Source: an optimization exercise on an open RTL-to-GDS flow (aim: small area and a short achievable clock period). Production flows keep margins and buffers that such runs may drop. The RTL was checked by simulation tests, not by an equivalence proof against the original design. Power figures rest on the tool's default switching activity, not on a simulated workload.

### design.v
module noc_flit_rx (
    input  wire         clk,
    input  wire         rst,           
    input  wire         in_valid,
    input  wire         in_head,       
    input  wire [255:0] in_flit,
    input  wire [9:0]   in_chk,
    output wire         out_valid,
    output wire         out_head,
    output wire [255:0] out_flit,
    output wire [9:0]   out_chk,
    output wire         out_poison,
    output reg  [31:0]  err_ce,        
    output reg  [31:0]  err_ue         
);
    wire [9:0]  syn_in;        
    reg         v_r;           
    reg         h_r;
    reg [255:0] d_r;           
    reg [3:0]   pl_r, ph_r;    
    reg [7:0]   tl_r, th_r;    
    reg [9:0]   c_r;           
    reg [5:0]   wl_r;          
    reg         wh0_r, wh1_r;  
    reg [5:0]   dc_r;          
    reg         discarding;    
    reg         ce_inc, ue_inc;
    reg [5:0] wl_in, wh_in;
    integer k;
    always @* begin
        wl_in = 6'd0;
        wh_in = 6'd0;
        for (k = 0; k < 32; k = k + 1) begin
            wl_in[(k&1)+(k>>1&1)+(k>>2&1)+(k>>3&1)+(k>>4&1)] =
                wl_in[(k&1)+(k>>1&1)+(k>>2&1)+(k>>3&1)+(k>>4&1)] | (syn_in[4:0] == k);
            wh_in[(k&1)+(k>>1&1)+(k>>2&1)+(k>>3&1)+(k>>4&1)] =
                wh_in[(k&1)+(k>>1&1)+(k>>2&1)+(k>>3&1)+(k>>4&1)] | (syn_in[9:5] == k);
        end
    end
    wire le_last = (syn_in[9:5] < 5'd17) || (syn_in[9:5] == 5'd17 && syn_in[4:0] <= 5'd19);
    wire [5:0] dc_in;
    assign dc_in[0] = wh_in[3] | (wh_in[5] & le_last);
    assign dc_in[1] = wh_in[2] | (wh_in[4] & le_last);
    assign dc_in[2] = wh_in[1] | (wh_in[3] & le_last);
    assign dc_in[3] = wh_in[0] | (wh_in[2] & le_last);
    assign dc_in[4] = wh_in[1] & le_last;
    assign dc_in[5] = wh_in[0] & le_last;
    reg [3:0] pl_in, ph_in;
    reg [7:0] tl_in, th_in;
    always @* begin
        for (k = 0; k < 4; k = k + 1) begin
            pl_in[k] = (syn_in[1:0] == k);
            ph_in[k] = (syn_in[6:5] == k);
        end
        for (k = 0; k < 8; k = k + 1) begin
            tl_in[k] = (syn_in[4:2] == k);
            th_in[k] = (syn_in[9:7] == k);
        end
    end
    wire [9:0] s_r;
    assign s_r[0] = pl_r[1] | pl_r[3];
    assign s_r[1] = pl_r[2] | pl_r[3];
    assign s_r[2] = tl_r[1] | tl_r[3] | tl_r[5] | tl_r[7];
    assign s_r[3] = tl_r[2] | tl_r[3] | tl_r[6] | tl_r[7];
    assign s_r[4] = tl_r[4] | tl_r[5] | tl_r[6] | tl_r[7];
    assign s_r[5] = ph_r[1] | ph_r[3];
    assign s_r[6] = ph_r[2] | ph_r[3];
    assign s_r[7] = th_r[1] | th_r[3] | th_r[5] | th_r[7];
    assign s_r[8] = th_r[2] | th_r[3] | th_r[6] | th_r[7];
    assign s_r[9] = th_r[4] | th_r[5] | th_r[6] | th_r[7];
    wire data_corr     = |(wl_r & dc_r);
    wire chk_corr      = (wl_r[1] & wh0_r) | (wl_r[0] & wh1_r);
    wire clean         = wl_r[0] & wh0_r;
    wire correctable   = data_corr | chk_corr;
    wire uncorrectable = !clean & !correctable;
    wire [255:0] flip;
    wire drop = h_r ? uncorrectable : discarding;
    assign out_valid  = v_r && !drop;
    assign out_head   = h_r;
    assign out_flit   = d_r ^ flip;
    assign out_chk    = data_corr ? c_r : (s_r ^ c_r);
    assign out_poison = !h_r && uncorrectable;
    wire x1 = in_flit[30] ^ in_flit[45];
    wire x2 = in_flit[50] ^ in_flit[66];
    wire x3 = in_flit[71] ^ in_flit[77];
    wire x4 = in_flit[94] ^ in_flit[99];
    wire x5 = in_flit[105] ^ in_flit[112];
    wire x6 = in_flit[241] ^ in_chk[0];
    wire x7 = x1 ^ x2;
    wire x8 = x3 ^ x4;
    wire x9 = x5 ^ x6;
    wire x10 = x7 ^ x8;
    wire x11 = x9 ^ x10;
    wire x12 = in_flit[31] ^ in_flit[46];
    wire x13 = in_flit[51] ^ in_flit[67];
    wire x14 = in_flit[72] ^ in_flit[78];
    wire x15 = in_flit[95] ^ in_flit[100];
    wire x16 = in_flit[106] ^ in_flit[113];
    wire x17 = in_flit[242] ^ in_chk[1];
    wire x18 = x12 ^ x13;
    wire x19 = x14 ^ x15;
    wire x20 = x16 ^ x17;
    wire x21 = x18 ^ x19;
    wire x22 = x20 ^ x21;
    wire x23 = in_flit[10] ^ in_flit[20];
    wire x24 = in_flit[35] ^ in_flit[56];
    wire x25 = in_flit[84] ^ in_flit[166];
    wire x26 = in_flit[201] ^ in_flit[221];
    wire x27 = in_flit[231] ^ x23;
    wire x28 = x24 ^ x25;
    wire x29 = x26 ^ x27;
    wire x30 = x28 ^ x29;
    wire x31 = in_flit[32] ^ in_flit[47];
    wire x32 = in_flit[52] ^ in_flit[68];
    wire x33 = in_flit[73] ^ in_flit[79];
    wire x34 = in_flit[96] ^ in_flit[101];
    wire x35 = in_flit[107] ^ in_flit[114];
    wire x36 = in_flit[243] ^ in_chk[2];
    wire x37 = x31 ^ x32;
    wire x38 = x33 ^ x34;
    wire x39 = x35 ^ x36;
    wire x40 = x37 ^ x38;
    wire x41 = x39 ^ x40;
    wire x42 = in_flit[11] ^ in_flit[21];
    wire x43 = in_flit[36] ^ in_flit[57];
    wire x44 = in_flit[85] ^ in_flit[167];
    wire x45 = in_flit[202] ^ in_flit[222];
    wire x46 = in_flit[232] ^ x42;
    wire x47 = x43 ^ x44;
    wire x48 = x45 ^ x46;
    wire x49 = x47 ^ x48;
    wire x50 = in_flit[12] ^ in_flit[22];
    wire x51 = in_flit[37] ^ in_flit[58];
    wire x52 = in_flit[86] ^ in_flit[168];
    wire x53 = in_flit[203] ^ in_flit[223];
    wire x54 = in_flit[233] ^ x50;
    wire x55 = x51 ^ x52;
    wire x56 = x53 ^ x54;
    wire x57 = x55 ^ x56;
    wire x58 = in_flit[0] ^ in_flit[131];
    wire x59 = in_flit[146] ^ in_flit[156];
    wire x60 = in_flit[181] ^ in_flit[191];
    wire x61 = in_flit[211] ^ in_flit[251];
    wire x62 = x58 ^ x59;
    wire x63 = x60 ^ x61;
    wire x64 = x62 ^ x63;
    wire x65 = in_flit[33] ^ in_flit[48];
    wire x66 = in_flit[53] ^ in_flit[69];
    wire x67 = in_flit[74] ^ in_flit[80];
    wire x68 = in_flit[97] ^ in_flit[102];
    wire x69 = in_flit[108] ^ in_flit[115];
    wire x70 = in_flit[244] ^ in_chk[3];
    wire x71 = x65 ^ x66;
    wire x72 = x67 ^ x68;
    wire x73 = x69 ^ x70;
    wire x74 = x71 ^ x72;
    wire x75 = x73 ^ x74;
    wire x76 = in_flit[13] ^ in_flit[23];
    wire x77 = in_flit[38] ^ in_flit[59];
    wire x78 = in_flit[87] ^ in_flit[169];
    wire x79 = in_flit[204] ^ in_flit[224];
    wire x80 = in_flit[234] ^ x76;
    wire x81 = x77 ^ x78;
    wire x82 = x79 ^ x80;
    wire x83 = x81 ^ x82;
    wire x84 = in_flit[14] ^ in_flit[24];
    wire x85 = in_flit[39] ^ in_flit[60];
    wire x86 = in_flit[88] ^ in_flit[170];
    wire x87 = in_flit[205] ^ in_flit[225];
    wire x88 = in_flit[235] ^ x84;
    wire x89 = x85 ^ x86;
    wire x90 = x87 ^ x88;
    wire x91 = x89 ^ x90;
    wire x92 = in_flit[1] ^ in_flit[132];
    wire x93 = in_flit[147] ^ in_flit[157];
    wire x94 = in_flit[182] ^ in_flit[192];
    wire x95 = in_flit[212] ^ in_flit[252];
    wire x96 = x92 ^ x93;
    wire x97 = x94 ^ x95;
    wire x98 = x96 ^ x97;
    wire x99 = in_flit[15] ^ in_flit[25];
    wire x100 = in_flit[40] ^ in_flit[61];
    wire x101 = in_flit[89] ^ in_flit[171];
    wire x102 = in_flit[206] ^ in_flit[226];
    wire x103 = in_flit[236] ^ x99;
    wire x104 = x100 ^ x101;
    wire x105 = x102 ^ x103;
    wire x106 = x104 ^ x105;
    wire x107 = in_flit[2] ^ in_flit[133];
    wire x108 = in_flit[148] ^ in_flit[158];
    wire x109 = in_flit[183] ^ in_flit[193];
    wire x110 = in_flit[213] ^ in_flit[253];
    wire x111 = x107 ^ x108;
    wire x112 = x109 ^ x110;
    wire x113 = x111 ^ x112;
    wire x114 = in_flit[3] ^ in_flit[134];
    wire x115 = in_flit[149] ^ in_flit[159];
    wire x116 = in_flit[184] ^ in_flit[194];
    wire x117 = in_flit[214] ^ in_flit[254];
    wire x118 = x114 ^ x115;
    wire x119 = x116 ^ x117;
    wire x120 = x118 ^ x119;
    wire x121 = in_flit[121] ^ in_flit[126];
    wire x122 = in_flit[141] ^ in_flit[176];
    wire x123 = in_flit[246] ^ x121;
    wire x124 = x122 ^ x123;
    wire x125 = in_flit[34] ^ in_flit[49];
    wire x126 = in_flit[54] ^ in_flit[70];
    wire x127 = in_flit[75] ^ in_flit[81];
    wire x128 = in_flit[98] ^ in_flit[103];
    wire x129 = in_flit[109] ^ in_flit[116];
    wire x130 = in_flit[245] ^ in_chk[4];
    wire x131 = x125 ^ x126;
    wire x132 = x127 ^ x128;
    wire x133 = x129 ^ x130;
    wire x134 = x131 ^ x132;
    wire x135 = x133 ^ x134;
    wire x136 = in_flit[16] ^ in_flit[26];
    wire x137 = in_flit[41] ^ in_flit[62];
    wire x138 = in_flit[90] ^ in_flit[172];
    wire x139 = in_flit[207] ^ in_flit[227];
    wire x140 = in_flit[237] ^ x136;
    wire x141 = x137 ^ x138;
    wire x142 = x139 ^ x140;
    wire x143 = x141 ^ x142;
    wire x144 = in_flit[17] ^ in_flit[27];
    wire x145 = in_flit[42] ^ in_flit[63];
    wire x146 = in_flit[91] ^ in_flit[173];
    wire x147 = in_flit[208] ^ in_flit[228];
    wire x148 = in_flit[238] ^ x144;
    wire x149 = x145 ^ x146;
    wire x150 = x147 ^ x148;
    wire x151 = x149 ^ x150;
    wire x152 = in_flit[4] ^ in_flit[135];
    wire x153 = in_flit[150] ^ in_flit[160];
    wire x154 = in_flit[185] ^ in_flit[195];
    wire x155 = in_flit[215] ^ in_flit[255];
    wire x156 = x152 ^ x153;
    wire x157 = x154 ^ x155;
    wire x158 = x156 ^ x157;
    wire x159 = in_flit[18] ^ in_flit[28];
    wire x160 = in_flit[43] ^ in_flit[64];
    wire x161 = in_flit[92] ^ in_flit[174];
    wire x162 = in_flit[209] ^ in_flit[229];
    wire x163 = in_flit[239] ^ x159;
    wire x164 = x160 ^ x161;
    wire x165 = x162 ^ x163;
    wire x166 = x164 ^ x165;
    wire x167 = in_flit[5] ^ in_flit[136];
    wire x168 = in_flit[151] ^ in_flit[161];
    wire x169 = in_flit[186] ^ in_flit[196];
    wire x170 = in_flit[216] ^ x167;
    wire x171 = x168 ^ x169;
    wire x172 = x170 ^ x171;
    wire x173 = in_flit[6] ^ in_flit[137];
    wire x174 = in_flit[152] ^ in_flit[162];
    wire x175 = in_flit[187] ^ in_flit[197];
    wire x176 = in_flit[217] ^ x173;
    wire x177 = x174 ^ x175;
    wire x178 = x176 ^ x177;
    wire x179 = in_flit[122] ^ in_flit[127];
    wire x180 = in_flit[142] ^ in_flit[177];
    wire x181 = in_flit[247] ^ x179;
    wire x182 = x180 ^ x181;
    wire x183 = in_flit[19] ^ in_flit[29];
    wire x184 = in_flit[44] ^ in_flit[65];
    wire x185 = in_flit[93] ^ in_flit[175];
    wire x186 = in_flit[210] ^ in_flit[230];
    wire x187 = in_flit[240] ^ x183;
    wire x188 = x184 ^ x185;
    wire x189 = x186 ^ x187;
    wire x190 = x188 ^ x189;
    wire x191 = in_flit[7] ^ in_flit[138];
    wire x192 = in_flit[153] ^ in_flit[163];
    wire x193 = in_flit[188] ^ in_flit[198];
    wire x194 = in_flit[218] ^ x191;
    wire x195 = x192 ^ x193;
    wire x196 = x194 ^ x195;
    wire x197 = in_flit[8] ^ in_flit[139];
    wire x198 = in_flit[154] ^ in_flit[164];
    wire x199 = in_flit[189] ^ in_flit[199];
    wire x200 = in_flit[219] ^ x197;
    wire x201 = x198 ^ x199;
    wire x202 = x200 ^ x201;
    wire x203 = in_flit[123] ^ in_flit[128];
    wire x204 = in_flit[143] ^ in_flit[178];
    wire x205 = in_flit[248] ^ x203;
    wire x206 = x204 ^ x205;
    wire x207 = in_flit[9] ^ in_flit[140];
    wire x208 = in_flit[155] ^ in_flit[165];
    wire x209 = in_flit[190] ^ in_flit[200];
    wire x210 = in_flit[220] ^ x207;
    wire x211 = x208 ^ x209;
    wire x212 = x210 ^ x211;
    wire x213 = in_flit[124] ^ in_flit[129];
    wire x214 = in_flit[144] ^ in_flit[179];
    wire x215 = in_flit[249] ^ x213;
    wire x216 = x214 ^ x215;
    wire x217 = in_flit[125] ^ in_flit[130];
    wire x218 = in_flit[145] ^ in_flit[180];
    wire x219 = in_flit[250] ^ x217;
    wire x220 = x218 ^ x219;
    wire x221 = x124 ^ in_flit[120];
    wire x222 = x64 ^ x182;
    wire x223 = x98 ^ x206;
    wire x224 = x113 ^ x216;
    wire x225 = x221 ^ x222;
    wire x226 = x120 ^ x220;
    wire x227 = x30 ^ x158;
    wire x228 = x49 ^ x172;
    wire x229 = x83 ^ x196;
    wire x230 = x223 ^ x224;
    wire x231 = x225 ^ x227;
    wire x232 = x229 ^ x230;
    wire x233 = x57 ^ x178;
    wire x234 = x91 ^ x202;
    wire x235 = x226 ^ x233;
    wire x236 = x106 ^ x212;
    wire x237 = x11 ^ x143;
    wire x238 = x228 ^ x237;
    wire x239 = x231 ^ x232;
    wire x240 = x238 ^ x239;
    wire x241 = x22 ^ x151;
    wire x242 = x223 ^ x234;
    wire x243 = x241 ^ x231;
    wire x244 = x235 ^ x242;
    wire x245 = x243 ^ x244;
    wire x246 = x41 ^ x166;
    wire x247 = x224 ^ x225;
    wire x248 = x228 ^ x236;
    wire x249 = x246 ^ x235;
    wire x250 = x247 ^ x248;
    wire x251 = x249 ^ x250;
    wire x252 = x75 ^ x190;
    wire x253 = x221 ^ x226;
    wire x254 = x234 ^ x236;
    wire x255 = x252 ^ x253;
    wire x256 = x232 ^ x254;
    wire x257 = x255 ^ x256;
    wire x258 = in_flit[120] ^ x158;
    wire x259 = x172 ^ x178;
    wire x260 = x182 ^ x196;
    wire x261 = x202 ^ x206;
    wire x262 = x212 ^ x216;
    wire x263 = x220 ^ x135;
    wire x264 = x143 ^ x151;
    wire x265 = x166 ^ x190;
    wire x266 = x258 ^ x259;
    wire x267 = x260 ^ x261;
    wire x268 = x262 ^ x263;
    wire x269 = x264 ^ x265;
    wire x270 = x266 ^ x267;
    wire x271 = x268 ^ x269;
    wire x272 = x270 ^ x271;
    wire x273 = in_flit[10] ^ in_flit[11];
    wire x274 = in_flit[12] ^ in_flit[13];
    wire x275 = in_flit[14] ^ in_flit[15];
    wire x276 = in_flit[16] ^ in_flit[17];
    wire x277 = in_flit[18] ^ in_flit[19];
    wire x278 = in_flit[121] ^ in_flit[122];
    wire x279 = in_flit[123] ^ in_flit[124];
    wire x280 = in_flit[125] ^ in_chk[5];
    wire x281 = x273 ^ x274;
    wire x282 = x275 ^ x276;
    wire x283 = x277 ^ x278;
    wire x284 = x279 ^ x280;
    wire x285 = x281 ^ x282;
    wire x286 = x283 ^ x284;
    wire x287 = x285 ^ x286;
    wire x288 = in_flit[20] ^ in_flit[21];
    wire x289 = in_flit[22] ^ in_flit[23];
    wire x290 = in_flit[24] ^ in_flit[25];
    wire x291 = in_flit[26] ^ in_flit[27];
    wire x292 = in_flit[28] ^ in_flit[29];
    wire x293 = in_flit[126] ^ in_flit[127];
    wire x294 = in_flit[128] ^ in_flit[129];
    wire x295 = in_flit[130] ^ in_chk[6];
    wire x296 = x288 ^ x289;
    wire x297 = x290 ^ x291;
    wire x298 = x292 ^ x293;
    wire x299 = x294 ^ x295;
    wire x300 = x296 ^ x297;
    wire x301 = x298 ^ x299;
    wire x302 = x300 ^ x301;
    wire x303 = in_flit[30] ^ in_flit[31];
    wire x304 = in_flit[32] ^ in_flit[33];
    wire x305 = in_flit[34] ^ in_flit[131];
    wire x306 = in_flit[132] ^ in_flit[133];
    wire x307 = in_flit[134] ^ in_flit[135];
    wire x308 = in_flit[136] ^ in_flit[137];
    wire x309 = in_flit[138] ^ in_flit[139];
    wire x310 = in_flit[140] ^ x303;
    wire x311 = x304 ^ x305;
    wire x312 = x306 ^ x307;
    wire x313 = x308 ^ x309;
    wire x314 = x310 ^ x311;
    wire x315 = x312 ^ x313;
    wire x316 = x314 ^ x315;
    wire x317 = in_flit[35] ^ in_flit[36];
    wire x318 = in_flit[37] ^ in_flit[38];
    wire x319 = in_flit[39] ^ in_flit[40];
    wire x320 = in_flit[41] ^ in_flit[42];
    wire x321 = in_flit[43] ^ in_flit[44];
    wire x322 = in_flit[141] ^ in_flit[142];
    wire x323 = in_flit[143] ^ in_flit[144];
    wire x324 = in_flit[145] ^ in_chk[7];
    wire x325 = x317 ^ x318;
    wire x326 = x319 ^ x320;
    wire x327 = x321 ^ x322;
    wire x328 = x323 ^ x324;
    wire x329 = x325 ^ x326;
    wire x330 = x327 ^ x328;
    wire x331 = x329 ^ x330;
    wire x332 = in_flit[45] ^ in_flit[46];
    wire x333 = in_flit[47] ^ in_flit[48];
    wire x334 = in_flit[49] ^ in_flit[146];
    wire x335 = in_flit[147] ^ in_flit[148];
    wire x336 = in_flit[149] ^ in_flit[150];
    wire x337 = in_flit[151] ^ in_flit[152];
    wire x338 = in_flit[153] ^ in_flit[154];
    wire x339 = in_flit[155] ^ x332;
    wire x340 = x333 ^ x334;
    wire x341 = x335 ^ x336;
    wire x342 = x337 ^ x338;
    wire x343 = x339 ^ x340;
    wire x344 = x341 ^ x342;
    wire x345 = x343 ^ x344;
    wire x346 = in_flit[50] ^ in_flit[51];
    wire x347 = in_flit[52] ^ in_flit[53];
    wire x348 = in_flit[54] ^ in_flit[156];
    wire x349 = in_flit[157] ^ in_flit[158];
    wire x350 = in_flit[159] ^ in_flit[160];
    wire x351 = in_flit[161] ^ in_flit[162];
    wire x352 = in_flit[163] ^ in_flit[164];
    wire x353 = in_flit[165] ^ x346;
    wire x354 = x347 ^ x348;
    wire x355 = x349 ^ x350;
    wire x356 = x351 ^ x352;
    wire x357 = x353 ^ x354;
    wire x358 = x355 ^ x356;
    wire x359 = x357 ^ x358;
    wire x360 = in_flit[55] ^ in_flit[166];
    wire x361 = in_flit[167] ^ in_flit[168];
    wire x362 = in_flit[169] ^ in_flit[170];
    wire x363 = in_flit[171] ^ in_flit[172];
    wire x364 = in_flit[173] ^ in_flit[174];
    wire x365 = in_flit[175] ^ x360;
    wire x366 = x361 ^ x362;
    wire x367 = x363 ^ x364;
    wire x368 = x365 ^ x366;
    wire x369 = x367 ^ x368;
    wire x370 = in_flit[56] ^ in_flit[57];
    wire x371 = in_flit[58] ^ in_flit[59];
    wire x372 = in_flit[60] ^ in_flit[61];
    wire x373 = in_flit[62] ^ in_flit[63];
    wire x374 = in_flit[64] ^ in_flit[65];
    wire x375 = in_flit[176] ^ in_flit[177];
    wire x376 = in_flit[178] ^ in_flit[179];
    wire x377 = in_flit[180] ^ in_chk[8];
    wire x378 = x370 ^ x371;
    wire x379 = x372 ^ x373;
    wire x380 = x374 ^ x375;
    wire x381 = x376 ^ x377;
    wire x382 = x378 ^ x379;
    wire x383 = x380 ^ x381;
    wire x384 = x382 ^ x383;
    wire x385 = in_flit[66] ^ in_flit[67];
    wire x386 = in_flit[68] ^ in_flit[69];
    wire x387 = in_flit[70] ^ in_flit[181];
    wire x388 = in_flit[182] ^ in_flit[183];
    wire x389 = in_flit[184] ^ in_flit[185];
    wire x390 = in_flit[186] ^ in_flit[187];
    wire x391 = in_flit[188] ^ in_flit[189];
    wire x392 = in_flit[190] ^ x385;
    wire x393 = x386 ^ x387;
    wire x394 = x388 ^ x389;
    wire x395 = x390 ^ x391;
    wire x396 = x392 ^ x393;
    wire x397 = x394 ^ x395;
    wire x398 = x396 ^ x397;
    wire x399 = in_flit[71] ^ in_flit[72];
    wire x400 = in_flit[73] ^ in_flit[74];
    wire x401 = in_flit[75] ^ in_flit[191];
    wire x402 = in_flit[192] ^ in_flit[193];
    wire x403 = in_flit[194] ^ in_flit[195];
    wire x404 = in_flit[196] ^ in_flit[197];
    wire x405 = in_flit[198] ^ in_flit[199];
    wire x406 = in_flit[200] ^ x399;
    wire x407 = x400 ^ x401;
    wire x408 = x402 ^ x403;
    wire x409 = x404 ^ x405;
    wire x410 = x406 ^ x407;
    wire x411 = x408 ^ x409;
    wire x412 = x410 ^ x411;
    wire x413 = in_flit[76] ^ in_flit[201];
    wire x414 = in_flit[202] ^ in_flit[203];
    wire x415 = in_flit[204] ^ in_flit[205];
    wire x416 = in_flit[206] ^ in_flit[207];
    wire x417 = in_flit[208] ^ in_flit[209];
    wire x418 = in_flit[210] ^ x413;
    wire x419 = x414 ^ x415;
    wire x420 = x416 ^ x417;
    wire x421 = x418 ^ x419;
    wire x422 = x420 ^ x421;
    wire x423 = in_flit[77] ^ in_flit[78];
    wire x424 = in_flit[79] ^ in_flit[80];
    wire x425 = in_flit[81] ^ in_flit[211];
    wire x426 = in_flit[212] ^ in_flit[213];
    wire x427 = in_flit[214] ^ in_flit[215];
    wire x428 = in_flit[216] ^ in_flit[217];
    wire x429 = in_flit[218] ^ in_flit[219];
    wire x430 = in_flit[220] ^ x423;
    wire x431 = x424 ^ x425;
    wire x432 = x426 ^ x427;
    wire x433 = x428 ^ x429;
    wire x434 = x430 ^ x431;
    wire x435 = x432 ^ x433;
    wire x436 = x434 ^ x435;
    wire x437 = in_flit[82] ^ in_flit[221];
    wire x438 = in_flit[222] ^ in_flit[223];
    wire x439 = in_flit[224] ^ in_flit[225];
    wire x440 = in_flit[226] ^ in_flit[227];
    wire x441 = in_flit[228] ^ in_flit[229];
    wire x442 = in_flit[230] ^ x437;
    wire x443 = x438 ^ x439;
    wire x444 = x440 ^ x441;
    wire x445 = x442 ^ x443;
    wire x446 = x444 ^ x445;
    wire x447 = in_flit[83] ^ in_flit[231];
    wire x448 = in_flit[232] ^ in_flit[233];
    wire x449 = in_flit[234] ^ in_flit[235];
    wire x450 = in_flit[236] ^ in_flit[237];
    wire x451 = in_flit[238] ^ in_flit[239];
    wire x452 = in_flit[240] ^ x447;
    wire x453 = x448 ^ x449;
    wire x454 = x450 ^ x451;
    wire x455 = x452 ^ x453;
    wire x456 = x454 ^ x455;
    wire x457 = in_flit[241] ^ in_flit[242];
    wire x458 = in_flit[243] ^ in_flit[244];
    wire x459 = in_flit[245] ^ x457;
    wire x460 = x458 ^ x459;
    wire x461 = in_flit[84] ^ in_flit[85];
    wire x462 = in_flit[86] ^ in_flit[87];
    wire x463 = in_flit[88] ^ in_flit[89];
    wire x464 = in_flit[90] ^ in_flit[91];
    wire x465 = in_flit[92] ^ in_flit[93];
    wire x466 = in_flit[246] ^ in_flit[247];
    wire x467 = in_flit[248] ^ in_flit[249];
    wire x468 = in_flit[250] ^ in_chk[9];
    wire x469 = x461 ^ x462;
    wire x470 = x463 ^ x464;
    wire x471 = x465 ^ x466;
    wire x472 = x467 ^ x468;
    wire x473 = x469 ^ x470;
    wire x474 = x471 ^ x472;
    wire x475 = x473 ^ x474;
    wire x476 = in_flit[94] ^ in_flit[95];
    wire x477 = in_flit[96] ^ in_flit[97];
    wire x478 = in_flit[98] ^ in_flit[251];
    wire x479 = in_flit[252] ^ in_flit[253];
    wire x480 = in_flit[254] ^ in_flit[255];
    wire x481 = x476 ^ x477;
    wire x482 = x478 ^ x479;
    wire x483 = x480 ^ x481;
    wire x484 = x482 ^ x483;
    wire x485 = in_flit[99] ^ in_flit[100];
    wire x486 = in_flit[101] ^ in_flit[102];
    wire x487 = in_flit[103] ^ x485;
    wire x488 = x486 ^ x487;
    wire x489 = in_flit[105] ^ in_flit[106];
    wire x490 = in_flit[107] ^ in_flit[108];
    wire x491 = in_flit[109] ^ x489;
    wire x492 = x490 ^ x491;
    wire x493 = in_flit[112] ^ in_flit[113];
    wire x494 = in_flit[114] ^ in_flit[115];
    wire x495 = in_flit[116] ^ x493;
    wire x496 = x494 ^ x495;
    wire x497 = x369 ^ x460;
    wire x498 = x316 ^ x422;
    wire x499 = x345 ^ x446;
    wire x500 = x398 ^ in_flit[117];
    wire x501 = x484 ^ in_flit[104];
    wire x502 = in_flit[110] ^ x497;
    wire x503 = x499 ^ x502;
    wire x504 = x359 ^ x456;
    wire x505 = x412 ^ in_flit[118];
    wire x506 = x488 ^ in_flit[111];
    wire x507 = x436 ^ in_flit[119];
    wire x508 = x287 ^ x498;
    wire x509 = x500 ^ x501;
    wire x510 = x508 ^ x509;
    wire x511 = x503 ^ x510;
    wire x512 = in_flit[104] ^ x302;
    wire x513 = x506 ^ x504;
    wire x514 = x505 ^ x497;
    wire x515 = x498 ^ x512;
    wire x516 = x513 ^ x514;
    wire x517 = x515 ^ x516;
    wire x518 = in_flit[111] ^ x492;
    wire x519 = x331 ^ x518;
    wire x520 = x504 ^ x507;
    wire x521 = x519 ^ x520;
    wire x522 = x503 ^ x521;
    wire x523 = x460 ^ x496;
    wire x524 = x384 ^ x422;
    wire x525 = x446 ^ x456;
    wire x526 = x523 ^ x505;
    wire x527 = x507 ^ x500;
    wire x528 = x524 ^ x525;
    wire x529 = x526 ^ x527;
    wire x530 = x528 ^ x529;
    wire x531 = in_flit[110] ^ in_flit[117];
    wire x532 = in_flit[118] ^ in_flit[119];
    wire x533 = x531 ^ x532;
    wire x534 = x533 ^ x492;
    wire x535 = x496 ^ x506;
    wire x536 = x475 ^ x534;
    wire x537 = x501 ^ x535;
    wire x538 = x536 ^ x537;
    assign syn_in[0] = x240;
    assign syn_in[1] = x245;
    assign syn_in[2] = x251;
    assign syn_in[3] = x257;
    assign syn_in[4] = x272;
    assign syn_in[5] = x511;
    assign syn_in[6] = x517;
    assign syn_in[7] = x522;
    assign syn_in[8] = x530;
    assign syn_in[9] = x538;
    assign flip[0] = pl_r[3] & tl_r[1] & ph_r[0] & th_r[0];
    assign flip[1] = pl_r[3] & tl_r[2] & ph_r[0] & th_r[0];
    assign flip[2] = pl_r[1] & tl_r[3] & ph_r[0] & th_r[0];
    assign flip[3] = pl_r[2] & tl_r[3] & ph_r[0] & th_r[0];
    assign flip[4] = pl_r[3] & tl_r[4] & ph_r[0] & th_r[0];
    assign flip[5] = pl_r[1] & tl_r[5] & ph_r[0] & th_r[0];
    assign flip[6] = pl_r[2] & tl_r[5] & ph_r[0] & th_r[0];
    assign flip[7] = pl_r[1] & tl_r[6] & ph_r[0] & th_r[0];
    assign flip[8] = pl_r[2] & tl_r[6] & ph_r[0] & th_r[0];
    assign flip[9] = pl_r[0] & tl_r[7] & ph_r[0] & th_r[0];
    assign flip[10] = pl_r[3] & tl_r[0] & ph_r[1] & th_r[0];
    assign flip[11] = pl_r[1] & tl_r[1] & ph_r[1] & th_r[0];
    assign flip[12] = pl_r[2] & tl_r[1] & ph_r[1] & th_r[0];
    assign flip[13] = pl_r[1] & tl_r[2] & ph_r[1] & th_r[0];
    assign flip[14] = pl_r[2] & tl_r[2] & ph_r[1] & th_r[0];
    assign flip[15] = pl_r[0] & tl_r[3] & ph_r[1] & th_r[0];
    assign flip[16] = pl_r[1] & tl_r[4] & ph_r[1] & th_r[0];
    assign flip[17] = pl_r[2] & tl_r[4] & ph_r[1] & th_r[0];
    assign flip[18] = pl_r[0] & tl_r[5] & ph_r[1] & th_r[0];
    assign flip[19] = pl_r[0] & tl_r[6] & ph_r[1] & th_r[0];
    assign flip[20] = pl_r[3] & tl_r[0] & ph_r[2] & th_r[0];
    assign flip[21] = pl_r[1] & tl_r[1] & ph_r[2] & th_r[0];
    assign flip[22] = pl_r[2] & tl_r[1] & ph_r[2] & th_r[0];
    assign flip[23] = pl_r[1] & tl_r[2] & ph_r[2] & th_r[0];
    assign flip[24] = pl_r[2] & tl_r[2] & ph_r[2] & th_r[0];
    assign flip[25] = pl_r[0] & tl_r[3] & ph_r[2] & th_r[0];
    assign flip[26] = pl_r[1] & tl_r[4] & ph_r[2] & th_r[0];
    assign flip[27] = pl_r[2] & tl_r[4] & ph_r[2] & th_r[0];
    assign flip[28] = pl_r[0] & tl_r[5] & ph_r[2] & th_r[0];
    assign flip[29] = pl_r[0] & tl_r[6] & ph_r[2] & th_r[0];
    assign flip[30] = pl_r[1] & tl_r[0] & ph_r[3] & th_r[0];
    assign flip[31] = pl_r[2] & tl_r[0] & ph_r[3] & th_r[0];
    assign flip[32] = pl_r[0] & tl_r[1] & ph_r[3] & th_r[0];
    assign flip[33] = pl_r[0] & tl_r[2] & ph_r[3] & th_r[0];
    assign flip[34] = pl_r[0] & tl_r[4] & ph_r[3] & th_r[0];
    assign flip[35] = pl_r[3] & tl_r[0] & ph_r[0] & th_r[1];
    assign flip[36] = pl_r[1] & tl_r[1] & ph_r[0] & th_r[1];
    assign flip[37] = pl_r[2] & tl_r[1] & ph_r[0] & th_r[1];
    assign flip[38] = pl_r[1] & tl_r[2] & ph_r[0] & th_r[1];
    assign flip[39] = pl_r[2] & tl_r[2] & ph_r[0] & th_r[1];
    assign flip[40] = pl_r[0] & tl_r[3] & ph_r[0] & th_r[1];
    assign flip[41] = pl_r[1] & tl_r[4] & ph_r[0] & th_r[1];
    assign flip[42] = pl_r[2] & tl_r[4] & ph_r[0] & th_r[1];
    assign flip[43] = pl_r[0] & tl_r[5] & ph_r[0] & th_r[1];
    assign flip[44] = pl_r[0] & tl_r[6] & ph_r[0] & th_r[1];
    assign flip[45] = pl_r[1] & tl_r[0] & ph_r[1] & th_r[1];
    assign flip[46] = pl_r[2] & tl_r[0] & ph_r[1] & th_r[1];
    assign flip[47] = pl_r[0] & tl_r[1] & ph_r[1] & th_r[1];
    assign flip[48] = pl_r[0] & tl_r[2] & ph_r[1] & th_r[1];
    assign flip[49] = pl_r[0] & tl_r[4] & ph_r[1] & th_r[1];
    assign flip[50] = pl_r[1] & tl_r[0] & ph_r[2] & th_r[1];
    assign flip[51] = pl_r[2] & tl_r[0] & ph_r[2] & th_r[1];
    assign flip[52] = pl_r[0] & tl_r[1] & ph_r[2] & th_r[1];
    assign flip[53] = pl_r[0] & tl_r[2] & ph_r[2] & th_r[1];
    assign flip[54] = pl_r[0] & tl_r[4] & ph_r[2] & th_r[1];
    assign flip[55] = pl_r[0] & tl_r[0] & ph_r[3] & th_r[1];
    assign flip[56] = pl_r[3] & tl_r[0] & ph_r[0] & th_r[2];
    assign flip[57] = pl_r[1] & tl_r[1] & ph_r[0] & th_r[2];
    assign flip[58] = pl_r[2] & tl_r[1] & ph_r[0] & th_r[2];
    assign flip[59] = pl_r[1] & tl_r[2] & ph_r[0] & th_r[2];
    assign flip[60] = pl_r[2] & tl_r[2] & ph_r[0] & th_r[2];
    assign flip[61] = pl_r[0] & tl_r[3] & ph_r[0] & th_r[2];
    assign flip[62] = pl_r[1] & tl_r[4] & ph_r[0] & th_r[2];
    assign flip[63] = pl_r[2] & tl_r[4] & ph_r[0] & th_r[2];
    assign flip[64] = pl_r[0] & tl_r[5] & ph_r[0] & th_r[2];
    assign flip[65] = pl_r[0] & tl_r[6] & ph_r[0] & th_r[2];
    assign flip[66] = pl_r[1] & tl_r[0] & ph_r[1] & th_r[2];
    assign flip[67] = pl_r[2] & tl_r[0] & ph_r[1] & th_r[2];
    assign flip[68] = pl_r[0] & tl_r[1] & ph_r[1] & th_r[2];
    assign flip[69] = pl_r[0] & tl_r[2] & ph_r[1] & th_r[2];
    assign flip[70] = pl_r[0] & tl_r[4] & ph_r[1] & th_r[2];
    assign flip[71] = pl_r[1] & tl_r[0] & ph_r[2] & th_r[2];
    assign flip[72] = pl_r[2] & tl_r[0] & ph_r[2] & th_r[2];
    assign flip[73] = pl_r[0] & tl_r[1] & ph_r[2] & th_r[2];
    assign flip[74] = pl_r[0] & tl_r[2] & ph_r[2] & th_r[2];
    assign flip[75] = pl_r[0] & tl_r[4] & ph_r[2] & th_r[2];
    assign flip[76] = pl_r[0] & tl_r[0] & ph_r[3] & th_r[2];
    assign flip[77] = pl_r[1] & tl_r[0] & ph_r[0] & th_r[3];
    assign flip[78] = pl_r[2] & tl_r[0] & ph_r[0] & th_r[3];
    assign flip[79] = pl_r[0] & tl_r[1] & ph_r[0] & th_r[3];
    assign flip[80] = pl_r[0] & tl_r[2] & ph_r[0] & th_r[3];
    assign flip[81] = pl_r[0] & tl_r[4] & ph_r[0] & th_r[3];
    assign flip[82] = pl_r[0] & tl_r[0] & ph_r[1] & th_r[3];
    assign flip[83] = pl_r[0] & tl_r[0] & ph_r[2] & th_r[3];
    assign flip[84] = pl_r[3] & tl_r[0] & ph_r[0] & th_r[4];
    assign flip[85] = pl_r[1] & tl_r[1] & ph_r[0] & th_r[4];
    assign flip[86] = pl_r[2] & tl_r[1] & ph_r[0] & th_r[4];
    assign flip[87] = pl_r[1] & tl_r[2] & ph_r[0] & th_r[4];
    assign flip[88] = pl_r[2] & tl_r[2] & ph_r[0] & th_r[4];
    assign flip[89] = pl_r[0] & tl_r[3] & ph_r[0] & th_r[4];
    assign flip[90] = pl_r[1] & tl_r[4] & ph_r[0] & th_r[4];
    assign flip[91] = pl_r[2] & tl_r[4] & ph_r[0] & th_r[4];
    assign flip[92] = pl_r[0] & tl_r[5] & ph_r[0] & th_r[4];
    assign flip[93] = pl_r[0] & tl_r[6] & ph_r[0] & th_r[4];
    assign flip[94] = pl_r[1] & tl_r[0] & ph_r[1] & th_r[4];
    assign flip[95] = pl_r[2] & tl_r[0] & ph_r[1] & th_r[4];
    assign flip[96] = pl_r[0] & tl_r[1] & ph_r[1] & th_r[4];
    assign flip[97] = pl_r[0] & tl_r[2] & ph_r[1] & th_r[4];
    assign flip[98] = pl_r[0] & tl_r[4] & ph_r[1] & th_r[4];
    assign flip[99] = pl_r[1] & tl_r[0] & ph_r[2] & th_r[4];
    assign flip[100] = pl_r[2] & tl_r[0] & ph_r[2] & th_r[4];
    assign flip[101] = pl_r[0] & tl_r[1] & ph_r[2] & th_r[4];
    assign flip[102] = pl_r[0] & tl_r[2] & ph_r[2] & th_r[4];
    assign flip[103] = pl_r[0] & tl_r[4] & ph_r[2] & th_r[4];
    assign flip[104] = pl_r[0] & tl_r[0] & ph_r[3] & th_r[4];
    assign flip[105] = pl_r[1] & tl_r[0] & ph_r[0] & th_r[5];
    assign flip[106] = pl_r[2] & tl_r[0] & ph_r[0] & th_r[5];
    assign flip[107] = pl_r[0] & tl_r[1] & ph_r[0] & th_r[5];
    assign flip[108] = pl_r[0] & tl_r[2] & ph_r[0] & th_r[5];
    assign flip[109] = pl_r[0] & tl_r[4] & ph_r[0] & th_r[5];
    assign flip[110] = pl_r[0] & tl_r[0] & ph_r[1] & th_r[5];
    assign flip[111] = pl_r[0] & tl_r[0] & ph_r[2] & th_r[5];
    assign flip[112] = pl_r[1] & tl_r[0] & ph_r[0] & th_r[6];
    assign flip[113] = pl_r[2] & tl_r[0] & ph_r[0] & th_r[6];
    assign flip[114] = pl_r[0] & tl_r[1] & ph_r[0] & th_r[6];
    assign flip[115] = pl_r[0] & tl_r[2] & ph_r[0] & th_r[6];
    assign flip[116] = pl_r[0] & tl_r[4] & ph_r[0] & th_r[6];
    assign flip[117] = pl_r[0] & tl_r[0] & ph_r[1] & th_r[6];
    assign flip[118] = pl_r[0] & tl_r[0] & ph_r[2] & th_r[6];
    assign flip[119] = pl_r[0] & tl_r[0] & ph_r[0] & th_r[7];
    assign flip[120] = pl_r[3] & tl_r[7] & ph_r[0] & th_r[0];
    assign flip[121] = pl_r[3] & tl_r[3] & ph_r[1] & th_r[0];
    assign flip[122] = pl_r[3] & tl_r[5] & ph_r[1] & th_r[0];
    assign flip[123] = pl_r[3] & tl_r[6] & ph_r[1] & th_r[0];
    assign flip[124] = pl_r[1] & tl_r[7] & ph_r[1] & th_r[0];
    assign flip[125] = pl_r[2] & tl_r[7] & ph_r[1] & th_r[0];
    assign flip[126] = pl_r[3] & tl_r[3] & ph_r[2] & th_r[0];
    assign flip[127] = pl_r[3] & tl_r[5] & ph_r[2] & th_r[0];
    assign flip[128] = pl_r[3] & tl_r[6] & ph_r[2] & th_r[0];
    assign flip[129] = pl_r[1] & tl_r[7] & ph_r[2] & th_r[0];
    assign flip[130] = pl_r[2] & tl_r[7] & ph_r[2] & th_r[0];
    assign flip[131] = pl_r[3] & tl_r[1] & ph_r[3] & th_r[0];
    assign flip[132] = pl_r[3] & tl_r[2] & ph_r[3] & th_r[0];
    assign flip[133] = pl_r[1] & tl_r[3] & ph_r[3] & th_r[0];
    assign flip[134] = pl_r[2] & tl_r[3] & ph_r[3] & th_r[0];
    assign flip[135] = pl_r[3] & tl_r[4] & ph_r[3] & th_r[0];
    assign flip[136] = pl_r[1] & tl_r[5] & ph_r[3] & th_r[0];
    assign flip[137] = pl_r[2] & tl_r[5] & ph_r[3] & th_r[0];
    assign flip[138] = pl_r[1] & tl_r[6] & ph_r[3] & th_r[0];
    assign flip[139] = pl_r[2] & tl_r[6] & ph_r[3] & th_r[0];
    assign flip[140] = pl_r[0] & tl_r[7] & ph_r[3] & th_r[0];
    assign flip[141] = pl_r[3] & tl_r[3] & ph_r[0] & th_r[1];
    assign flip[142] = pl_r[3] & tl_r[5] & ph_r[0] & th_r[1];
    assign flip[143] = pl_r[3] & tl_r[6] & ph_r[0] & th_r[1];
    assign flip[144] = pl_r[1] & tl_r[7] & ph_r[0] & th_r[1];
    assign flip[145] = pl_r[2] & tl_r[7] & ph_r[0] & th_r[1];
    assign flip[146] = pl_r[3] & tl_r[1] & ph_r[1] & th_r[1];
    assign flip[147] = pl_r[3] & tl_r[2] & ph_r[1] & th_r[1];
    assign flip[148] = pl_r[1] & tl_r[3] & ph_r[1] & th_r[1];
    assign flip[149] = pl_r[2] & tl_r[3] & ph_r[1] & th_r[1];
    assign flip[150] = pl_r[3] & tl_r[4] & ph_r[1] & th_r[1];
    assign flip[151] = pl_r[1] & tl_r[5] & ph_r[1] & th_r[1];
    assign flip[152] = pl_r[2] & tl_r[5] & ph_r[1] & th_r[1];
    assign flip[153] = pl_r[1] & tl_r[6] & ph_r[1] & th_r[1];
    assign flip[154] = pl_r[2] & tl_r[6] & ph_r[1] & th_r[1];
    assign flip[155] = pl_r[0] & tl_r[7] & ph_r[1] & th_r[1];
    assign flip[156] = pl_r[3] & tl_r[1] & ph_r[2] & th_r[1];
    assign flip[157] = pl_r[3] & tl_r[2] & ph_r[2] & th_r[1];
    assign flip[158] = pl_r[1] & tl_r[3] & ph_r[2] & th_r[1];
    assign flip[159] = pl_r[2] & tl_r[3] & ph_r[2] & th_r[1];
    assign flip[160] = pl_r[3] & tl_r[4] & ph_r[2] & th_r[1];
    assign flip[161] = pl_r[1] & tl_r[5] & ph_r[2] & th_r[1];
    assign flip[162] = pl_r[2] & tl_r[5] & ph_r[2] & th_r[1];
    assign flip[163] = pl_r[1] & tl_r[6] & ph_r[2] & th_r[1];
    assign flip[164] = pl_r[2] & tl_r[6] & ph_r[2] & th_r[1];
    assign flip[165] = pl_r[0] & tl_r[7] & ph_r[2] & th_r[1];
    assign flip[166] = pl_r[3] & tl_r[0] & ph_r[3] & th_r[1];
    assign flip[167] = pl_r[1] & tl_r[1] & ph_r[3] & th_r[1];
    assign flip[168] = pl_r[2] & tl_r[1] & ph_r[3] & th_r[1];
    assign flip[169] = pl_r[1] & tl_r[2] & ph_r[3] & th_r[1];
    assign flip[170] = pl_r[2] & tl_r[2] & ph_r[3] & th_r[1];
    assign flip[171] = pl_r[0] & tl_r[3] & ph_r[3] & th_r[1];
    assign flip[172] = pl_r[1] & tl_r[4] & ph_r[3] & th_r[1];
    assign flip[173] = pl_r[2] & tl_r[4] & ph_r[3] & th_r[1];
    assign flip[174] = pl_r[0] & tl_r[5] & ph_r[3] & th_r[1];
    assign flip[175] = pl_r[0] & tl_r[6] & ph_r[3] & th_r[1];
    assign flip[176] = pl_r[3] & tl_r[3] & ph_r[0] & th_r[2];
    assign flip[177] = pl_r[3] & tl_r[5] & ph_r[0] & th_r[2];
    assign flip[178] = pl_r[3] & tl_r[6] & ph_r[0] & th_r[2];
    assign flip[179] = pl_r[1] & tl_r[7] & ph_r[0] & th_r[2];
    assign flip[180] = pl_r[2] & tl_r[7] & ph_r[0] & th_r[2];
    assign flip[181] = pl_r[3] & tl_r[1] & ph_r[1] & th_r[2];
    assign flip[182] = pl_r[3] & tl_r[2] & ph_r[1] & th_r[2];
    assign flip[183] = pl_r[1] & tl_r[3] & ph_r[1] & th_r[2];
    assign flip[184] = pl_r[2] & tl_r[3] & ph_r[1] & th_r[2];
    assign flip[185] = pl_r[3] & tl_r[4] & ph_r[1] & th_r[2];
    assign flip[186] = pl_r[1] & tl_r[5] & ph_r[1] & th_r[2];
    assign flip[187] = pl_r[2] & tl_r[5] & ph_r[1] & th_r[2];
    assign flip[188] = pl_r[1] & tl_r[6] & ph_r[1] & th_r[2];
    assign flip[189] = pl_r[2] & tl_r[6] & ph_r[1] & th_r[2];
    assign flip[190] = pl_r[0] & tl_r[7] & ph_r[1] & th_r[2];
    assign flip[191] = pl_r[3] & tl_r[1] & ph_r[2] & th_r[2];
    assign flip[192] = pl_r[3] & tl_r[2] & ph_r[2] & th_r[2];
    assign flip[193] = pl_r[1] & tl_r[3] & ph_r[2] & th_r[2];
    assign flip[194] = pl_r[2] & tl_r[3] & ph_r[2] & th_r[2];
    assign flip[195] = pl_r[3] & tl_r[4] & ph_r[2] & th_r[2];
    assign flip[196] = pl_r[1] & tl_r[5] & ph_r[2] & th_r[2];
    assign flip[197] = pl_r[2] & tl_r[5] & ph_r[2] & th_r[2];
    assign flip[198] = pl_r[1] & tl_r[6] & ph_r[2] & th_r[2];
    assign flip[199] = pl_r[2] & tl_r[6] & ph_r[2] & th_r[2];
    assign flip[200] = pl_r[0] & tl_r[7] & ph_r[2] & th_r[2];
    assign flip[201] = pl_r[3] & tl_r[0] & ph_r[3] & th_r[2];
    assign flip[202] = pl_r[1] & tl_r[1] & ph_r[3] & th_r[2];
    assign flip[203] = pl_r[2] & tl_r[1] & ph_r[3] & th_r[2];
    assign flip[204] = pl_r[1] & tl_r[2] & ph_r[3] & th_r[2];
    assign flip[205] = pl_r[2] & tl_r[2] & ph_r[3] & th_r[2];
    assign flip[206] = pl_r[0] & tl_r[3] & ph_r[3] & th_r[2];
    assign flip[207] = pl_r[1] & tl_r[4] & ph_r[3] & th_r[2];
    assign flip[208] = pl_r[2] & tl_r[4] & ph_r[3] & th_r[2];
    assign flip[209] = pl_r[0] & tl_r[5] & ph_r[3] & th_r[2];
    assign flip[210] = pl_r[0] & tl_r[6] & ph_r[3] & th_r[2];
    assign flip[211] = pl_r[3] & tl_r[1] & ph_r[0] & th_r[3];
    assign flip[212] = pl_r[3] & tl_r[2] & ph_r[0] & th_r[3];
    assign flip[213] = pl_r[1] & tl_r[3] & ph_r[0] & th_r[3];
    assign flip[214] = pl_r[2] & tl_r[3] & ph_r[0] & th_r[3];
    assign flip[215] = pl_r[3] & tl_r[4] & ph_r[0] & th_r[3];
    assign flip[216] = pl_r[1] & tl_r[5] & ph_r[0] & th_r[3];
    assign flip[217] = pl_r[2] & tl_r[5] & ph_r[0] & th_r[3];
    assign flip[218] = pl_r[1] & tl_r[6] & ph_r[0] & th_r[3];
    assign flip[219] = pl_r[2] & tl_r[6] & ph_r[0] & th_r[3];
    assign flip[220] = pl_r[0] & tl_r[7] & ph_r[0] & th_r[3];
    assign flip[221] = pl_r[3] & tl_r[0] & ph_r[1] & th_r[3];
    assign flip[222] = pl_r[1] & tl_r[1] & ph_r[1] & th_r[3];
    assign flip[223] = pl_r[2] & tl_r[1] & ph_r[1] & th_r[3];
    assign flip[224] = pl_r[1] & tl_r[2] & ph_r[1] & th_r[3];
    assign flip[225] = pl_r[2] & tl_r[2] & ph_r[1] & th_r[3];
    assign flip[226] = pl_r[0] & tl_r[3] & ph_r[1] & th_r[3];
    assign flip[227] = pl_r[1] & tl_r[4] & ph_r[1] & th_r[3];
    assign flip[228] = pl_r[2] & tl_r[4] & ph_r[1] & th_r[3];
    assign flip[229] = pl_r[0] & tl_r[5] & ph_r[1] & th_r[3];
    assign flip[230] = pl_r[0] & tl_r[6] & ph_r[1] & th_r[3];
    assign flip[231] = pl_r[3] & tl_r[0] & ph_r[2] & th_r[3];
    assign flip[232] = pl_r[1] & tl_r[1] & ph_r[2] & th_r[3];
    assign flip[233] = pl_r[2] & tl_r[1] & ph_r[2] & th_r[3];
    assign flip[234] = pl_r[1] & tl_r[2] & ph_r[2] & th_r[3];
    assign flip[235] = pl_r[2] & tl_r[2] & ph_r[2] & th_r[3];
    assign flip[236] = pl_r[0] & tl_r[3] & ph_r[2] & th_r[3];
    assign flip[237] = pl_r[1] & tl_r[4] & ph_r[2] & th_r[3];
    assign flip[238] = pl_r[2] & tl_r[4] & ph_r[2] & th_r[3];
    assign flip[239] = pl_r[0] & tl_r[5] & ph_r[2] & th_r[3];
    assign flip[240] = pl_r[0] & tl_r[6] & ph_r[2] & th_r[3];
    assign flip[241] = pl_r[1] & tl_r[0] & ph_r[3] & th_r[3];
    assign flip[242] = pl_r[2] & tl_r[0] & ph_r[3] & th_r[3];
    assign flip[243] = pl_r[0] & tl_r[1] & ph_r[3] & th_r[3];
    assign flip[244] = pl_r[0] & tl_r[2] & ph_r[3] & th_r[3];
    assign flip[245] = pl_r[0] & tl_r[4] & ph_r[3] & th_r[3];
    assign flip[246] = pl_r[3] & tl_r[3] & ph_r[0] & th_r[4];
    assign flip[247] = pl_r[3] & tl_r[5] & ph_r[0] & th_r[4];
    assign flip[248] = pl_r[3] & tl_r[6] & ph_r[0] & th_r[4];
    assign flip[249] = pl_r[1] & tl_r[7] & ph_r[0] & th_r[4];
    assign flip[250] = pl_r[2] & tl_r[7] & ph_r[0] & th_r[4];
    assign flip[251] = pl_r[3] & tl_r[1] & ph_r[1] & th_r[4];
    assign flip[252] = pl_r[3] & tl_r[2] & ph_r[1] & th_r[4];
    assign flip[253] = pl_r[1] & tl_r[3] & ph_r[1] & th_r[4];
    assign flip[254] = pl_r[2] & tl_r[3] & ph_r[1] & th_r[4];
    assign flip[255] = pl_r[3] & tl_r[4] & ph_r[1] & th_r[4];
    always @(posedge clk) begin
        if (rst) begin
            v_r        <= 1'b0;
            discarding <= 1'b0;
            ce_inc     <= 1'b0;
            ue_inc     <= 1'b0;
            err_ce     <= 32'd0;
            err_ue     <= 32'd0;
        end else begin
            v_r <= in_valid;
            if (v_r && h_r)
                discarding <= uncorrectable;
            ce_inc <= v_r && !drop && correctable;
            ue_inc <= v_r && h_r && uncorrectable;
            err_ce <= err_ce + ce_inc;
            err_ue <= err_ue + ue_inc;
        end
    end
    always @(posedge clk) begin
        h_r <= in_head;
        d_r <= in_flit;
        pl_r <= pl_in;
        tl_r <= tl_in;
        ph_r <= ph_in;
        th_r <= th_in;
        wl_r <= wl_in;
        wh0_r <= wh_in[0];
        wh1_r <= wh_in[1];
        dc_r <= dc_in;
        c_r <= in_chk;
    end
endmodule
### flow/run.sh
#!/bin/bash
# The standard layout (standard.sh), with two changes:
#  - the port buffers are the smallest buffer cell (buf_1) instead of the
#    slow clkdlybuf4s50_1 that buffer_ports picks by default;
#  - the 3-input XOR cells are added to the don't-use list, so the syndrome
#    tree maps to 2-input XORs, which are faster here.
set -euo pipefail
DU="$(make -s -C "$FLOW_HOME" DESIGN_CONFIG="$PWD/config.mk" WORK_HOME="$PWD/orfs" print-DONT_USE_CELLS 2> print.log | sed -n 's/^DONT_USE_CELLS: //p')"
echo "platform don't-use list: $DU" > run.log
for c in xor3_1 xor3_2 xor3_4 xnor3_1 xnor3_2 xnor3_4; do DU="$DU sky130_fd_sc_hd__$c"; done
bash standard.sh DONT_USE_CELLS="$DU" BUFFER_PORTS_ARGS="-buffer_cell sky130_fd_sc_hd__buf_1" finish > standard.log 2>&1
### standard.sh
#!/bin/bash
# synth_recipe.tcl (not shown) runs the flow's synth.tcl, then flattens the netlist and writes it again
# the make line also repeats each setting of config.mk as NAME=value (left out here)
make -C /OpenROAD-flow-scripts/flow DESIGN_CONFIG=/design/flow/config.mk WORK_HOME=/design/flow/orfs CLKGATE_MAP_FILE= SYNTH_SCRIPT=/design/flow/synth_recipe.tcl "${@:-finish}"
### config.mk
export PLATFORM = sky130hd
export DESIGN_NAME = noc_flit_rx
export DESIGN_NICKNAME = noc_flit_rx
export VERILOG_FILES = /design/flow/design.v
export SDC_FILE = /design/flow/constraint.sdc
export NUM_CORES = 4
export LEC_CHECK = 0
export ABC_CLOCK_PERIOD_IN_PS = 7000
export CAP_MARGIN = 20
export CORE_MARGIN = 2
export CORE_UTILIZATION = 60
export CTS_BUF_LIST = sky130_fd_sc_hd__clkbuf_16
export CTS_CLUSTER_DIAMETER = 80
export CTS_CLUSTER_SIZE = 30
export SETUP_SLACK_MARGIN = 5
export SLEW_MARGIN = 20
export TNS_END_PERCENT = 10
### constraint.sdc
create_clock -name core_clock -period 9.0 [get_ports {clk}]
set_input_delay 1.8000 -clock core_clock [delete_from_list [all_inputs] [get_ports {clk}]]
set_output_delay 1.8000 -clock core_clock [all_outputs]
set_load 0.01 [all_outputs]
==> metrics.md, run 1 <==
| Metric | Value |
|---|---|
| Register clock-pin slew on the reported worst setup and hold paths | `roughly 0.11 ns` |
| Reg-to-reg setup timing slack | `between 6 and 7 ns` |
| Sinks on the clock net | `around 370` |
| FP Rows | `64` |
| Residual DRC | `0` |
| Wire length of the first global-routing pass | `between 90000 and 100000 um` |
| Clock root cell | `clkbuf_16` |
| Number of buffer and inverter stages on the critical path | `1` |
| Number of distinct library cells after synthesis | `45` |
| Area of combinational cells with multiple inputs | `around 11000 um^2` |
| Combinational family with the most area after synthesis | `XOR/XNOR gates` |
| Transition at the pin with the smallest max-transition slack | `around 0.71 ns` |
| Sum of internal, switching and leakage power | `slightly below 0.01 W` |
| Number of antenna violations at the first check in global routing | `2` |
| Worst Hold Path Cells | `2` |
| Initial Util | `around 61%` |
| H-tree levels | `1` |
| Detail-routed via count per cell | `between 5 and 6` |
| Number of synthesized flops with an enable pin | `0` |
| Slowest cell delay on critical path | `about 0.67 ns` |
| Crit path max-delay family | `flip-flops` |
| Wirelength, routed | `roughly 67000 um` |
| Area fraction of the dominant cell type after synthesis | `between 40% and 50%` |
| Internal Pwr Total | `approximately 0.0055 W` |
| Req. time, crit path | `between 7 and 8 ns` |
| Pin count of the biggest net entering global routing | `~70` |
| Sequential cell area | `about 7500 um^2` |
| Final period util | `a little under half` |
| Class of the most critical setup path | `register to output pin` |
| Number of search-and-repair iterations in the first detailed-routing pass | `5` |
| Sw Share | `~44%` |
| Share of synthesized cell area in full adder, half adder and majority cells | `0.2716%` |
| Complex-gate fraction of the synthesized area | `~2.2%` |
| Biggest area consumer among synthesized cells | `dfxtp_1` |
| Result of the run | `complete, no violations` |
| Max-cap check violation count | `0` |
| Max Fclk | `roughly 250 MHz` |
| Number of global-route vias before repair | `about 15000` |
| Most used flip-flop cell after synthesis | `dfxtp_1` |
| Number of max-slew violations in the final report | `0` |
| Critical path depth | `4` |
| Crit start category | `register` |
| Setup repair after global routing missed its margin | `yes` |
| List of cells traversed by the critical path | `and2_2 > nand2_1 > xnor2_1 > buf_1` |
| Vertical extent of the die | `~180 um` |
| Final setup violation count | `0` |
| Final antenna-violating net count | `0` |
| Clock tree from TritonCTS | `done` |
| Via count | `15831` |
| Number of buffers on the longest clock path | `3` |
| Net count after synthesis | `about 2200` |
| GP Congestion | `slightly below 1` |
| Total die area | `roughly 32000 um^2` |
| Parity-gate share of the synthesized area counting xor and xnor cells | `41.54%` |
| Synthesized cell area | `18430 um^2` |
| Standby leakage power | `between 7 and 8 nW` |
| Layout cell share with drive strength beyond 1 | `between 9 and 10%` |
| Number of top-level design ports | `approximately 600` |
| IR Drop Worst-Case VDD | `~0.0008 V` |
| Post-layout min period | `just over 4 ns` |
| Source-to-sink clock delay at the later pin of the worst-skew pair | `0.53 ns` |
| Arrival time at the worst endpoint | `2.28 ns` |
| Die width | `between 150 and 200 um` |
| Crit path capture type | `output pin` |
| NetSw | `around 0.0044 W` |
| Worst setup skew after layout | `0.01577 ns` |
| Core area | `30430 um^2` |
| Syn Inst Count | `about 1900` |
| GRT Resource Usage Total | `approximately two fifths` |
| Simple-gate area share of the yosys netlist | `about an eighth` |
| Reg power frac | `20.8%` |
| Number of violations reported at the end of detailed-routing iteration 0 | `1061` |
| Setup TNS after final layout | `0 ns` |
| Yosys warns | `1` |
| Maximum fanout along the worst path | `17` |
| # port buffers | `602` |
| Leading cell types by total area after synthesis | `dfxtp_1 41%, xnor2_1 35%, xor2_1 5.0%` |
| Mean cell area of the mapped netlist | `around 9.6 um^2` |
| Async set-or-reset flop fraction in the synthesized netlist | `0%` |
| Headroom to the max-slew limit | `between 50% and 60%` |
| Clock power frac | `between 10% and 20%` |
| Share of synthesized area occupied by flip-flops and latches | `40.52%` |
| Area growth syn-to-layout | `22.57%` |
| Routed len/inst | `22.93 um` |
| Leading cell type by number of instances after synthesis | `xnor2_1` |
| Top cells by instance count after synthesis | `735 x xnor2_1, 373 x dfxtp_1, 213 x nand2_1` |
| Share of synthesized area spent on multiplexers | `less than 1%` |
| Count of state elements after synthesis | `around 370` |
| GRT Residual Overflow | `0` |
| Power Dens Cells | `approximately 440 nW/um^2` |
| Proportion of power drawn by combinational gates | `between 60% and 70%` |
| CP max stage cell | `dfxtp_2` |
| Final hold viol count | `0` |
| TritonCTS buffer count | `17` |
| Number of filler cells placed in the layout | `around 2400` |
| Total number of nets in the final design | `between 2000 and 3000` |
| R2r worst-path depth | `10` |
| Path type of the worst min-delay path | `register to register` |
| Estimated wirelength of the detail-placed design | `52130 um` |
## logic make-up (layout without fill, tap and decap cells)
group                      count (synthesis)  after routing
AOI/OAI and AO/OA                         68             68
xor gates and xnor gates                 857            858
adders and majority gates                  4              4
buffers and inverters                    102            681
DFF                                      373            373
muxes                                      2              2
other                                      0              3
and+or+nand+nor                          521            522
## layer usage
layer  wire length [um]  vias up  GRT usage [%]  share of wire [%]
met5                 13        -              0              0.020
met4               3826        2          20.40                5.7
met3               5861      210          8.206                8.8
met2              31700      845          63.49                 48
met1              25250     7579          47.51                 38
li1                   -     7195              -                  -
## final timing paths
kind              start             to
min          err_ue[31]     err_ue[31]
max             tl_r[3]  out_flit[206]
max reg2reg   err_ce[3]     err_ce[27]
min reg2reg  err_ue[31]     err_ue[31]
## cell usage in the layout (no fill, tap or decap), drive strengths merged, types with 4 or more instances in the layout
cell type,count
bufinv,4
a21oi,18
and3,24
nor2,73
o21ai,29
nor3,7
dfxtp,373
inv,18
nand3,82
ha,4
nand2,214
nor2b,9
xnor2,753
nand4,40
or3,16
clkbuf,55
xor2,105
o41ai,6
and2,44
buf,601
nand2b,5
## per-stage QoR
step	instance area (um^2)	util, %	instances	hold slack, ns	worst slack [ns]
CTS	21640	71.12	2878	0.4979	4.822
global placement	20940	68.82	2846	0.4675	4.260
floorplan	18450	-	1927	0.4551	4.978
detailed placement	20940	68.82	2846	0.4800	4.205
global route	22580	74.21	2904	0.5122	4.824
finish	22590	74.24	2907	0.5011	4.921
## power groups by stage
| stage | Clock (W) | Combinational (W) | Sequential [W] |
|---|---|---|---|
| 2_1_floorplan | 0 | 0.00410 | 0.00195 |
| 3_3_place_gp | 0 | 0.00513 | 0.00206 |
| 3_5_place_dp | 0 | 0.00515 | 0.00206 |
| 4_1_cts | 0.00104 | 0.00529 | 0.00203 |
| 5_1_grt | 0.00109 | 0.00717 | 0.00206 |
| 6_report | 0.00104 | 0.00677 | 0.00205 |
## worst reg2reg max path: stages (launching register included)
cell and delay [ns]:
dfxtp_1 0.45, and3_1 0.23, and3_1 0.21, and3_1 0.20, and3_1 0.26, nand3_1 0.14, or3_1 0.36, inv_1 0.11
nand2_1 0.15, or3_1 0.35, a21oi_1 0.15
## registers in the layout, summed over array words and instances, names as in the netlist
signal / cells
err_ue: 32
h_r: 1
ce_inc: 1
wh1_r: 1
d_r: 256
v_r: 1
wh0_r: 1
pl_r: 4
tl_r: 8
err_ce: 32
dc_r: 6
ue_inc: 1
th_r: 8
discarding: 1
wl_r: 6
ph_r: 4
c_r: 10
## layout make-up
cell class,instances,share of cell area (%)
Antenna cell,3,0.03323
Clock buffer,17,1.883
Clock inverter,12,0.7478
Inverter,13,0.2160
Multi-Input combinational cell,1454,50.09
Sequential cell,373,33.23
Tap cell,396,2.193
Timing Repair Buffer,639,11.61
## timing repair
item	in CTS	in global routing
pin swaps	1	57
setup buffers	3	24
resized for setup	38	149
hold buffers	0	0
gates cloned	0	2
setup endpoints to repair	238	136
==> run 2, diff against run 1 <==
--- a/config.mk
+++ b/config.mk
@@ -12,6 +12,5 @@
 export CTS_BUF_LIST = sky130_fd_sc_hd__clkbuf_16
-export CTS_CLUSTER_DIAMETER = 80
-export CTS_CLUSTER_SIZE = 30
+export CTS_CLUSTER_DIAMETER = 65
+export CTS_CLUSTER_SIZE = 24
 export SETUP_SLACK_MARGIN = 5
 export SLEW_MARGIN = 20
-export TNS_END_PERCENT = 10
==> metrics.md, run 2 <==
| Metric | Value |
|---|---|
| Die width | `179.3 um (unchanged)` |
| Wirelength, routed | `67080 um (+0.65%)` |
| Net count after synthesis | `2201 (unchanged)` |
| Start point of the worst hold path | `v_r` |
| Crit path max-delay family | `XOR/XNOR gates` |
| Sequential cell area | `7505 um^2 (about the same)` |
| Max reg flops | `256 (unchanged)` |
| Detail-routed via count per cell | `5.458 (+0.22%)` |
| Worst setup skew after layout | `0.01375 ns (-0.002020 ns)` |
| Area growth syn-to-layout | `24.44%` |
| Class of the most critical setup path | `input port to register` |
| # port buffers | `602 (unchanged)` |
| Layout cell share with drive strength beyond 1 | `9.949% (+0.020 points)` |
| Async set-or-reset flop fraction in the synthesized netlist | `0% (unchanged)` |
| Max-cap check violation count | `0 (unchanged)` |
| Top register by number of flip-flops | `d_r` |
| Final period util | `45.23% (-0.098 points)` |
| Top cells by instance count after synthesis | `735 x xnor2_1, 373 x dfxtp_1, 213 x nand2_1` |
| Synthesized cell area | `18430 um^2 (unchanged)` |
| Total number of nets in the final design | `2783 (+0.40%)` |
| Area fraction of the dominant cell type after synthesis | `40.52% (unchanged)` |
| Max Fclk | `245.7 MHz (+0.22%)` |
| Yosys warns | `1 (unchanged)` |
| Most used flip-flop cell after synthesis | `dfxtp_1` |
| Via count | `15997 (+1.0%)` |
| Leading cell types by total area after synthesis | `dfxtp_1 41%, xnor2_1 35%, xor2_1 5.0%` |
| Crit path capture type | `register` |
| Sum of internal, switching and leakage power | `0.009759 W (-0.98%)` |
| Final setup slack of the worst path | `4.930 ns (+0.008860 ns)` |
| Number of buffer and inverter stages on the critical path | `2 (+1)` |
| Source-to-sink clock delay at the later pin of the worst-skew pair | `0.60 ns (+0.07 ns)` |
| FP Rows | `64 (unchanged)` |
| Estimated wirelength of the detail-placed design | `52300 um (+0.32%)` |
| Number of filler cells placed in the layout | `2361 (-2.9%)` |
| Maximum fanout along the worst path | `6 (-11)` |
| Result of the run | `complete, no violations` |
| Setup repair after global routing missed its margin | `yes` |
| Arrival time at the worst endpoint | `4.55 ns (+2.27 ns)` |
| Post-layout min period | `4.070 ns (-0.008860 ns)` |
| Number of global-route vias before repair | `15282 (+2.5%)` |
| Register clock-pin slew on the reported worst setup and hold paths | `0.09 ns (-0.02 ns)` |
| Core area | `30430 um^2 (unchanged)` |
| Headroom to the max-slew limit | `54.04% (+1.5 points)` |
| Number of distinct library cells after synthesis | `45 (unchanged)` |
| Most frequent cells in the layout | `685 x xnor2_1, 578 x buf_1, 353 x dfxtp_1, 212 x nand2_1, 101 x xor2_1` |
| Final antenna-violating net count | `0 (unchanged)` |
| Reg-to-reg setup timing slack | `6.32 ns (about the same)` |
| H-tree levels | `1 (unchanged)` |
| Clock tree from TritonCTS | `done` |
[run 2: cell counts after synthesis]
No cell type changed its count.
[run 2: path summary, 6_finish.rpt]
check | cells after the start | end
setup / recovery | 13 | wl_r[3]
hold / removal | 2 | ue_inc
setup reg to reg | 10 | err_ce[29]
hold reg to reg | 2 | ue_inc
[run 2: kinds of logic after synthesis]
group,synth area share (%)
XOR/XNOR,41.54
AND/OR/NAND/NOR,13.25
flip-flops,40.52
buffers and inverters,2.077
AO/OA/AOI/OAI,2.227
adder cells (fa/ha/maj),0.2716
multiplexers,0.1154
[run 2: repair_timing]
item | 4_1_cts | 5_1_grt
hold buffers | 0 | 0
pin swaps | 10 | 27
resized for setup | 88 | 84
gates cloned | 0 | 1
setup endpoints to repair | 208 | 90
setup buffers | 8 | 15
[run 2: per-layer routing]
layer / GRT usage (%) / vias to the layer above / share of wire [%]
li1: - / 7247 / -
met1: 47.08 / 7666 / 37
met2: 64.80 / 832 / 47
met3: 10.18 / 252 / 9.1
met4: 22.88 / 0 / 7.0
met5: 0 / - / 0
[run 2: final cells by class]
| type | instances | share of cell area, % |
|---|---|---|
| repair buffers | 638 | 11.46 |
| multi-input cells | 1453 | 48.64 |
| well taps | 396 | 2.160 |
| flip-flops and latches | 373 | 32.72 |
| clock inverters | 26 | 1.517 |
| clock buffers | 30 | 3.273 |
| inverters | 13 | 0.2128 |
| diodes | 2 | 0.02182 |
[run 2: report_power, final]
group	leakage [nW]	switching, W	internal, W	total, W
Clock	0.530	0.000772	0.000679	0.00145
Sequential	3.12	0.000162	0.00187	0.00204
Combinational	4.35	0.00352	0.00276	0.00627
[run 2: worst reg2reg max path: stages (launching register included)]
cell	delay [ns]
dfxtp_1	0.45
and3_1	0.24
and3_1	0.21
and3_1	0.20
and3_1	0.25
nand3_1	0.13
or3_1	0.35
inv_1	0.12
nand2_1	0.15
or3_1	0.34
a21oi_1	0.17
[run 2: stage by stage]
step                      cell area (um^2)  std cells  util [%]  hold slack, ns
after floorplan                      18480       1927         -          0.4551
after global placement               21010       2849     69.04          0.4698
after detailed placement             21010       2849     69.04          0.4783
after CTS                            22460       2913     73.81          0.4889
after global routing                 22930       2931     75.37          0.5396
final                                22930       2931     75.37          0.4841

-- port drivers added, routing unchanged --
Ports are ideal in the flow. The routed layouts listed here were re-timed in OpenROAD.
Step 1 (the two cells are an assumption about what drives the block):
set clk [get_ports {clk}]
set_driving_cell -lib_cell sky130_fd_sc_hd__clkbuf_16 $clk
set_driving_cell -lib_cell sky130_fd_sc_hd__buf_2 [delete_from_list [all_inputs] $clk]
Step 2 moves the port delays by t, midway between the first and last clock arrival at a register: inputs arrive t later, outputs are due t later. That takes back most of the time a late clock gives input paths.
a / b / c = ideal ports / drivers / drivers and shift; a / b = the first two.
run | shift t [ns] | setup WS [ns] | worst setup path after step 2
run 1 | 0.583 | 4.921 / 4.866 / 4.357 | input to register
run 2 | 0.641 | 4.930 / 4.899 / 4.291 | input to register
After both steps every run listed still meets setup and hold. For run 2, which loses most, drivers alone change the setup slack by -0.031 ns; drivers and shift together by -0.639 ns.
